This design comes from an exercise in tuning for small area, a short achievable clock period and few clock cycles per item on the open sky130 flow, not from production work. The RTL was checked by simulation tests, not by an equivalence proof against the original design.

==> design.v <==
module gz4_law (
    input  wire        clk,
    input  wire        rst,
    input  wire        cmd_valid,
    output wire        cmd_ready,
    input  wire [1:0]  cmd_op,
    input  wire [1:0]  cmd_loop,
    input  wire [7:0]  cmd_addr,
    input  wire [31:0] cmd_data,
    input  wire        cmd_ovr,
    output reg         res_valid,
    output reg  [1:0]  res_loop,
    output reg         res_closed,
    output reg  [31:0] res_u,
    output reg  [31:0] res_i,
    output reg  [31:0] res_e,
    output reg  [4:0]  res_band,
    output reg  [2:0]  res_sat,
    output reg         res_hi,
    output reg         res_lo
);
    localparam OP_WRITE = 2'd0;
    localparam OP_TICK  = 2'd1;
    localparam OP_OPEN  = 2'd2;
    localparam OP_CLOSE = 2'd3;
    localparam signed [63:0] MAX32 = 64'sh0000_0000_7FFF_FFFF;
    localparam signed [63:0] MIN32 = -64'sh0000_0000_8000_0000;
    reg [31:0] gt_edge [0:31];
    reg [31:0] gt_kpm  [0:31];
    reg [31:0] gt_kim  [0:31];
    reg [4:0]  gt_kps  [0:31];
    reg [4:0]  gt_kis  [0:31];
    reg [31:0] sp      [0:3];
    reg [31:0] sp_max  [0:3];
    reg [31:0] out_min [0:3];
    reg [31:0] out_max [0:3];
    reg [31:0] int_min [0:3];
    reg [31:0] int_max [0:3];
    reg        link_en [0:3];
    reg [1:0]  link    [0:3];
    reg [31:0] st_i    [0:3];
    reg [31:0] st_u    [0:3];
    reg [31:0] e_last  [0:3];
    reg        st_hi   [0:3];
    reg        st_lo   [0:3];
    reg        closed  [0:3];
    reg [2:0]  sat     [0:3];
    reg        c_v;
    reg [1:0]  c_op;
    reg [1:0]  c_loop;
    reg [7:0]  c_addr;
    reg [31:0] c_data;
    reg        c_ovr;
    assign cmd_ready = 1'b1;
    always @(posedge clk) begin
        if (rst) begin
            c_v <= 1'b0;
        end else begin
            c_v <= cmd_valid;
        end
        c_op   <= cmd_op;
        c_loop <= cmd_loop;
        c_addr <= cmd_addr;
        c_data <= cmd_data;
        c_ovr  <= cmd_ovr;
    end
    function signed [63:0] rne;            
        input signed [63:0] x;
        input [4:0] s;
        reg signed [63:0] q;
        reg [63:0] mask, r, half;
        begin
            if (s == 5'd0) begin
                rne = x;
            end else begin
                q    = x >>> s;
                mask = (64'd1 << s) - 64'd1;
                r    = x & mask;
                half = 64'd1 << (s - 5'd1);
                if (r > half || (r == half && q[0]))
                    rne = q + 64'sd1;
                else
                    rne = q;
            end
        end
    endfunction
    function [31:0] sat32;
        input signed [63:0] x;
        begin
            if (x > MAX32)
                sat32 = 32'h7FFF_FFFF;
            else if (x < MIN32)
                sat32 = 32'h8000_0000;
            else
                sat32 = x[31:0];
        end
    endfunction
    function [31:0] clamp;                  
        input [31:0] x;
        input [31:0] lo;
        input [31:0] hi;
        reg [31:0] t;
        begin
            t = ($signed(x) < $signed(lo)) ? lo : x;
            clamp = ($signed(t) > $signed(hi)) ? hi : t;
        end
    endfunction
    wire [1:0]  L      = c_loop;
    wire        is_close = (c_op == OP_CLOSE);
    wire [31:0] sp_eff0 = ($signed(sp[L]) < $signed(sp_max[L])) ? sp[L] : sp_max[L];
    wire [31:0] u_link  = st_u[link[L]];
    wire [31:0] sp_eff  = (link_en[L] && $signed(u_link) < $signed(sp_eff0)) ? u_link : sp_eff0;
    wire signed [63:0] e_raw  = $signed(sp_eff) - $signed(c_data);
    wire [31:0]        e_tick = sat32(e_raw);
    wire               e_satp = (e_raw != $signed(e_tick));
    wire [31:0]        e      = is_close ? e_last[L] : e_tick;
    reg [4:0] band;
    integer b;
    always @(*) begin
        band = 5'd0;
        for (b = 1; b < 32; b = b + 1)
            if ($signed(gt_edge[b]) <= $signed(e))
                band = b[4:0];
    end
    wire signed [63:0] p_prod = $signed(gt_kpm[band]) * $signed(e);
    wire signed [63:0] i_prod = $signed(gt_kim[band]) * $signed(e);
    wire signed [63:0] p_rnd  = rne(p_prod, gt_kps[band]);
    wire signed [63:0] i_rnd  = rne(i_prod, gt_kis[band]);
    wire [31:0]        p      = sat32(p_rnd);
    wire [31:0]        di0    = sat32(i_rnd);
    wire               p_satp = (p_rnd != $signed(p));
    wire               di_sat = (i_rnd != $signed(di0));
    wire di_pos = ($signed(di0) > 0);
    wire di_neg = ($signed(di0) < 0);
    wire [31:0] di = ((di_pos && (st_hi[L] || c_ovr)) || (di_neg && st_lo[L])) ? 32'd0 : di0;
    wire signed [63:0] i_sum = $signed(st_i[L]) + $signed(di);
    wire [31:0]        i_new = clamp(sat32(i_sum), int_min[L], int_max[L]);
    wire               i_flag = (i_sum != $signed(i_new));
    wire signed [63:0] v_sum = $signed(p) + $signed(i_new);
    wire [31:0]        v     = sat32(v_sum);
    wire [31:0]        u_new = clamp(v, out_min[L], out_max[L]);
    wire               o_flag = (v_sum != $signed(u_new));
    wire               hi_new = ($signed(v) > $signed(out_max[L]));
    wire               lo_new = ($signed(v) < $signed(out_min[L]));
    wire signed [63:0] pl_raw  = $signed(st_u[L]) - $signed(p);
    wire [31:0]        pl_i    = clamp(sat32(pl_raw), int_min[L], int_max[L]);
    wire               pl_flag = (pl_raw != $signed(pl_i));
    integer k;
    always @(posedge clk) begin
        if (rst) begin
            res_valid <= 1'b0;
            for (k = 0; k < 4; k = k + 1) begin
                sp[k]      <= 32'd0;
                sp_max[k]  <= 32'd0;
                out_min[k] <= 32'd0;
                out_max[k] <= 32'd0;
                int_min[k] <= 32'd0;
                int_max[k] <= 32'd0;
                link_en[k] <= 1'b0;
                link[k]    <= 2'd0;
                st_i[k]    <= 32'd0;
                st_u[k]    <= 32'd0;
                e_last[k]  <= 32'd0;
                st_hi[k]   <= 1'b0;
                st_lo[k]   <= 1'b0;
                closed[k]  <= 1'b0;
                sat[k]     <= 3'd0;
            end
        end else begin
            res_valid <= 1'b0;
            if (c_v) begin
                case (c_op)
                OP_WRITE: begin
                    if (!c_addr[7]) begin
                        case (c_addr[3:0])
                        4'd0: sp[L]      <= c_data;
                        4'd1: sp_max[L]  <= c_data;
                        4'd2: out_min[L] <= c_data;
                        4'd3: out_max[L] <= c_data;
                        4'd4: int_min[L] <= c_data;
                        4'd5: int_max[L] <= c_data;
                        4'd6: begin
                            link_en[L] <= c_data[15];
                            link[L]    <= c_data[17:16];
                        end
                        4'd7: st_u[L]    <= c_data;
                        4'd8: sat[L]     <= sat[L] & ~c_data[2:0];
                        default: ;
                        endcase
                    end
                end
                OP_TICK: begin
                    res_valid  <= 1'b1;
                    res_loop   <= L;
                    res_closed <= closed[L];
                    res_e      <= e;
                    res_band   <= band;
                    if (closed[L]) begin
                        st_i[L]  <= i_new;
                        st_u[L]  <= u_new;
                        st_hi[L] <= hi_new;
                        st_lo[L] <= lo_new;
                        sat[L]   <= sat[L] | {o_flag, di_sat | i_flag, e_satp | p_satp};
                        res_u    <= u_new;
                        res_i    <= i_new;
                        res_hi   <= hi_new;
                        res_lo   <= lo_new;
                        res_sat  <= sat[L] | {o_flag, di_sat | i_flag, e_satp | p_satp};
                    end else begin
                        e_last[L] <= e;
                        sat[L]    <= sat[L] | {2'b00, e_satp};
                        res_u     <= st_u[L];
                        res_i     <= st_i[L];
                        res_hi    <= st_hi[L];
                        res_lo    <= st_lo[L];
                        res_sat   <= sat[L] | {2'b00, e_satp};
                    end
                end
                OP_OPEN: begin
                    closed[L] <= 1'b0;
                end
                OP_CLOSE: begin
                    res_valid  <= 1'b1;
                    res_loop   <= L;
                    res_closed <= 1'b1;
                    res_e      <= e;
                    res_band   <= band;
                    res_u      <= st_u[L];
                    if (!closed[L]) begin
                        closed[L] <= 1'b1;
                        st_i[L]   <= pl_i;
                        st_hi[L]  <= 1'b0;
                        st_lo[L]  <= 1'b0;
                        sat[L]    <= sat[L] | {1'b0, pl_flag, 1'b0};
                        res_i     <= pl_i;
                        res_hi    <= 1'b0;
                        res_lo    <= 1'b0;
                        res_sat   <= sat[L] | {1'b0, pl_flag, 1'b0};
                    end else begin
                        res_i     <= st_i[L];
                        res_hi    <= st_hi[L];
                        res_lo    <= st_lo[L];
                        res_sat   <= sat[L];
                    end
                end
                endcase
            end
        end
    end
    always @(posedge clk) begin
        if (!rst && c_v && c_op == OP_WRITE && c_addr[7]) begin
            case (c_addr[1:0])
            2'd0: gt_edge[c_addr[6:2]] <= c_data;
            2'd1: gt_kpm[c_addr[6:2]]  <= c_data;
            2'd2: gt_kim[c_addr[6:2]]  <= c_data;
            2'd3: begin
                gt_kps[c_addr[6:2]] <= c_data[4:0];
                gt_kis[c_addr[6:2]] <= c_data[12:8];
            end
            endcase
        end
    end
endmodule
==> run.sh <==
#!/bin/bash
# synth_recipe.tcl (not shown) runs the flow's synth.tcl, then flattens the netlist and writes it again
# the make line also repeats each setting of config.mk as NAME=value (left out here)
make -C /OpenROAD-flow-scripts/flow DESIGN_CONFIG=/design/flow/config.mk WORK_HOME=/design/flow/orfs CLKGATE_MAP_FILE= SYNTH_SCRIPT=/design/flow/synth_recipe.tcl finish
==> config.mk <==
export PLATFORM = sky130hd
export DESIGN_NAME = gz4_law
export DESIGN_NICKNAME = gz4_law
export VERILOG_FILES = /design/flow/design.v
export SDC_FILE = /design/flow/constraint.sdc
export NUM_CORES = 4
export LEC_CHECK = 0
export CAP_MARGIN = 20
export CORE_MARGIN = 2
export CORE_UTILIZATION = 30
export PLACE_DENSITY = 0.4
export SLEW_MARGIN = 20
==> constraint.sdc <==
create_clock -name core_clock -period 60.0 [get_ports {clk}]
set_input_delay 12.0000 -clock core_clock [delete_from_list [all_inputs] [get_ports {clk}]]
set_output_delay 12.0000 -clock core_clock [all_outputs]
set_load 0.01 [all_outputs]
==> summary.txt <==
Timing
  • Total negative setup slack: 0 ps
  • Final Max Tran Viols: 0
  • Final Hold Viols: 0
  • Upper clock frequency limit: 0.0176 GHz
  • Final setup fails: 0
  • Setup skew after layout: 157 ps
  • Post-layout min period: 56750 ps
  • Max-Slew Margin vs Limit: 15.2%
  • Setup repair after global routing missed its margin: false
  • Final critical-path share of the clock period: 94.6%
  • Actual transition at the worst max-transition pin: 1240 ps

Finish
  • Area taken by multi-input logic gates: 160000 um2
  • Number of nets in the finished design: 32034
  • Share of cells above drive strength 1: 10.3%
  • Relative area change from synthesis to final layout: 13.6%
  • Register cell area after layout: 141000 um2
  • Final core utilization: 34.2%
  • Number of fillers in the final layout: 103736

Clock tree
  • Clock Sink Count: 4704
  • Clock tree from TritonCTS: built
  • Clock Tree Root: sky130_fd_sc_hd__clkbuf_16
  • Clock latency reported for the late side of the worst-skew pair: 1210 ps
  • Cts-stage hold buffer count: 0
  • CTS H-tree lvls: 6
  • Largest buffer count on any clock path: 5
  • Clock input transition at the sequential cells of the worst setup and hold paths: 60 ps
  • Number of clock buffers inserted by TritonCTS: 582

Global route
  • Initial antenna violation count: 188
  • Overall track demand over capacity in global routing: 26.4%
  • Global route overflow: 0
  • Largest net degree at the start of global routing: 130
  • Wire length of the first global-routing pass: 1950000 um
  • Via count of the first global-routing pass: 234091

Yosys
  • Number of standard cells after synthesis: 27800
  • Post-synthesis cell type count: 133
  • Top cells by count, synth: sky130_fd_sc_hd__edfxtp_1, sky130_fd_sc_hd__nand2_1, sky130_fd_sc_hd__fa_1
  • Synth async-reset ratio: 0%
  • Top flip-flop cell by instance count after synthesis: sky130_fd_sc_hd__edfxtp_1
  • Nets in the synthesized netlist: 31828
  • Synth warnings: 1
  • Average size of a mapped cell: 11.2 um2
  • Ranking of synthesized cells by area: sky130_fd_sc_hd__edfxtp_1, sky130_fd_sc_hd__fa_1, sky130_fd_sc_hd__ha_1
  • Number of enable flip-flop cells after synthesis: 4657
  • Most frequent cell after synthesis: sky130_fd_sc_hd__edfxtp_1
  • Cell taking the most area after synthesis: sky130_fd_sc_hd__edfxtp_1
  • Number of register bits inferred by synthesis: 4704
  • Fraction of synthesized cell area taken by the top area cell type: 44.8%
  • Sequential fraction of the synthesis area: 45.1%
  • Area of the mapped netlist: 312000 um2

Placement
  • HPWL after detailed placement: 1000000 um
  • Number of buffer cells added on primary ports: 157
  • Final weighted congestion in routability-driven placement: 0.965

Worst setup path
  • Crit-path max cell delay: 720 ps
  • Startpoint Class: flop
  • Highest net fanout along the worst path: 57
  • Crit path DAT: 57560 ps
  • Data required time of the worst path: 60800 ps
  • Startpoint-to-endpoint class of the critical path: reg2reg
  • Kind of capture point of the worst setup path: flop
  • Standard cell with the maximum stage delay on the critical path: sky130_fd_sc_hd__or4b_2
  • Critical path's most frequent cell: sky130_fd_sc_hd__a21oi_1

Min path
  • Min-Delay Path Class: reg2reg

Drt
  • Final WL: 1420000 um
  • Via density: 5.49
  • Iteration-0 DRC count of the detailed router: 23874
  • Number of nets still failing antenna checks after routing: 0
  • Routed via count: 231753
  • Post-DR wirelength/cell: 33.5 um
  • DRC violations left: 0
  • DRT Pass-1 Iters: 7

Job
  • Max Cap Violations: 0

Die
  • Height of the die: 1020 um
  • Placeable Area: 1040000 um2
  • Effective utilization at floorplan: 30.1%
  • Area of the die: 1050000 um2
  • Number of top-level pins: 159
  • Floorplan die width: 1020 um
  • # rows: 374

Outcome
  • Run status: no timing/DRC/antenna violations
## area by class of cell
class	instances	share of cell area [%]
antenna	74	0.0522
clock buffer	745	4.36
clock inverter	276	0.622
inverter	2133	2.29
multi-input combinational	19326	45.1
sequential	4704	39.7
tap	13724	4.84
timing repair buffer	1259	2.98
## per-layer routing
metal  wire length (um)  up-vias  global-route usage (%)
met3              83400     1841                    3.36
met2             660000     8448                    43.3
li1                   -    99530                       -
met1             610000   121920                    35.7
met5                 93        -                       0
met4              63700       14                    9.86
## critical path: cells and delay by family, from the launching register on
family | cells | cell delay [ps]
AOI/OAI and AO/OA | 122 | 25960
xor gates and xnor gates | 4 | 880
adders and majority gates | 22 | 8440
buffers and inverters | 24 | 5970
DFF | 1 | 610
muxes | 8 | 2950
and+or+nand+nor | 56 | 11240
## cell families (layout without fill, tap and decap cells)
family | count (synthesis) | after routing | synth area share, %
fa+ha+maj | 4056 | 4056 | 21.4
xor+xnor | 515 | 515 | 1.44
compound gates | 4093 | 4093 | 8.96
buf+inv | 3770 | 4413 | 4.66
mux | 786 | 786 | 3.93
simple gates | 9875 | 9875 | 14.5
other cells | 1 | 75 | 0.00120
flops | 4704 | 4704 | 45.1
## flip-flops by register name, summed over array words and instances (netlist names), 5 cells and up
register / cells
st_i: 128
gt_kps: 160
out_max: 128
gt_edge: 992
sat: 12
gt_kis: 160
sp_max: 128
gt_kpm: 1024
res_i: 32
gt_kim: 1024
c_addr: 8
e_last: 128
sp: 128
link: 8
int_min: 128
st_u: 128
int_max: 128
c_data: 32
out_min: 128
res_band: 5
res_e: 32
res_u: 32
## metrics by stage
step                      hold WS (ps)  setup slack, ps  std cells  area, um2
after floorplan                    406             3400      27800     312000
after global placement             717             1360      41123     336000
final                              688             3250      42241     355000
after CTS                          700             1950      42150     354000
after detailed placement           716             2260      41129     336000
after global routing               722             51.3      42197     354000
## cells in the final DEF, fill, tap and decap left out, types with 166 or more instances in the layout
cell / count
sky130_fd_sc_hd__edfxtp_1: 4657
sky130_fd_sc_hd__nand2_1: 4500
sky130_fd_sc_hd__fa_1: 2168
sky130_fd_sc_hd__inv_1: 2058
sky130_fd_sc_hd__ha_1: 1812
sky130_fd_sc_hd__nor2_1: 1301
sky130_fd_sc_hd__buf_4: 1042
sky130_fd_sc_hd__nand3_1: 939
sky130_fd_sc_hd__a21oi_1: 910
sky130_fd_sc_hd__nor3_1: 885
sky130_fd_sc_hd__o21ai_0: 616
sky130_fd_sc_hd__clkbuf_16: 590
sky130_fd_sc_hd__and2_1: 539
sky130_fd_sc_hd__a21o_1: 505
sky130_fd_sc_hd__a311oi_1: 386
sky130_fd_sc_hd__and3_1: 375
sky130_fd_sc_hd__xnor2_1: 362
sky130_fd_sc_hd__mux4_2: 336
sky130_fd_sc_hd__nand4_1: 303
sky130_fd_sc_hd__mux2i_1: 290
sky130_fd_sc_hd__nor2b_1: 225
sky130_fd_sc_hd__nand2b_1: 208
sky130_fd_sc_hd__a211oi_1: 178
sky130_fd_sc_hd__a31oi_1: 166
## worst paths after layout
| kind | startpoint | end | cells after the start | slack [ps] |
|---|---|---|---|---|
| min reg2reg | c_data[28]$_DFF_P_ | gt_kim[14][28]$_DFFE_PP_ | 0 | 690 |
| max | c_loop[0]$_DFF_P_ | sat[2][2]$_SDFFCE_PN0P_ | 236 | 3250 |
| max reg2reg | c_loop[0]$_DFF_P_ | sat[2][2]$_SDFFCE_PN0P_ | 236 | 3250 |
| min | c_data[28]$_DFF_P_ | gt_kim[14][28]$_DFFE_PP_ | 0 | 690 |
## timing repair
| item | in CTS | in global routing |
|---|---|---|
| resized for setup | 0 | 15 |
| buffers inserted | 0 | 11 |
| setup endpoints to repair | 0 | 165 |
Testbench counts, summed over its fixed seeds: cycles 19,214, items 17,092.

## re-timing with driven ports
How much do the figures lean on ideal ports? The routed layout below was timed once more, with nothing changed but the port constraints.
Step 1 sets driving cells, clkbuf_16 on the clock port and buf_2 on the other inputs (assumed; they add their load-dependent delay and slew).
Step 2, shift: input delay + t, output delay - t, t = (earliest + latest rising clock arrival at the registers) / 2. This alone moves slack from input paths to output paths.
Slacks: ideal ports / drivers / drivers and shift; pairs: ideal ports / drivers.
shift t [ns]: 1.285
slack for setup (ns): 3.248 / 3.248 / 3.248
hold WS [ns]: 0.688 / 0.688 / 0.688
After both steps setup and hold are still met in this run. For this run, drivers alone change the setup slack by 0.000 ns; drivers and shift together by 0.000 ns.
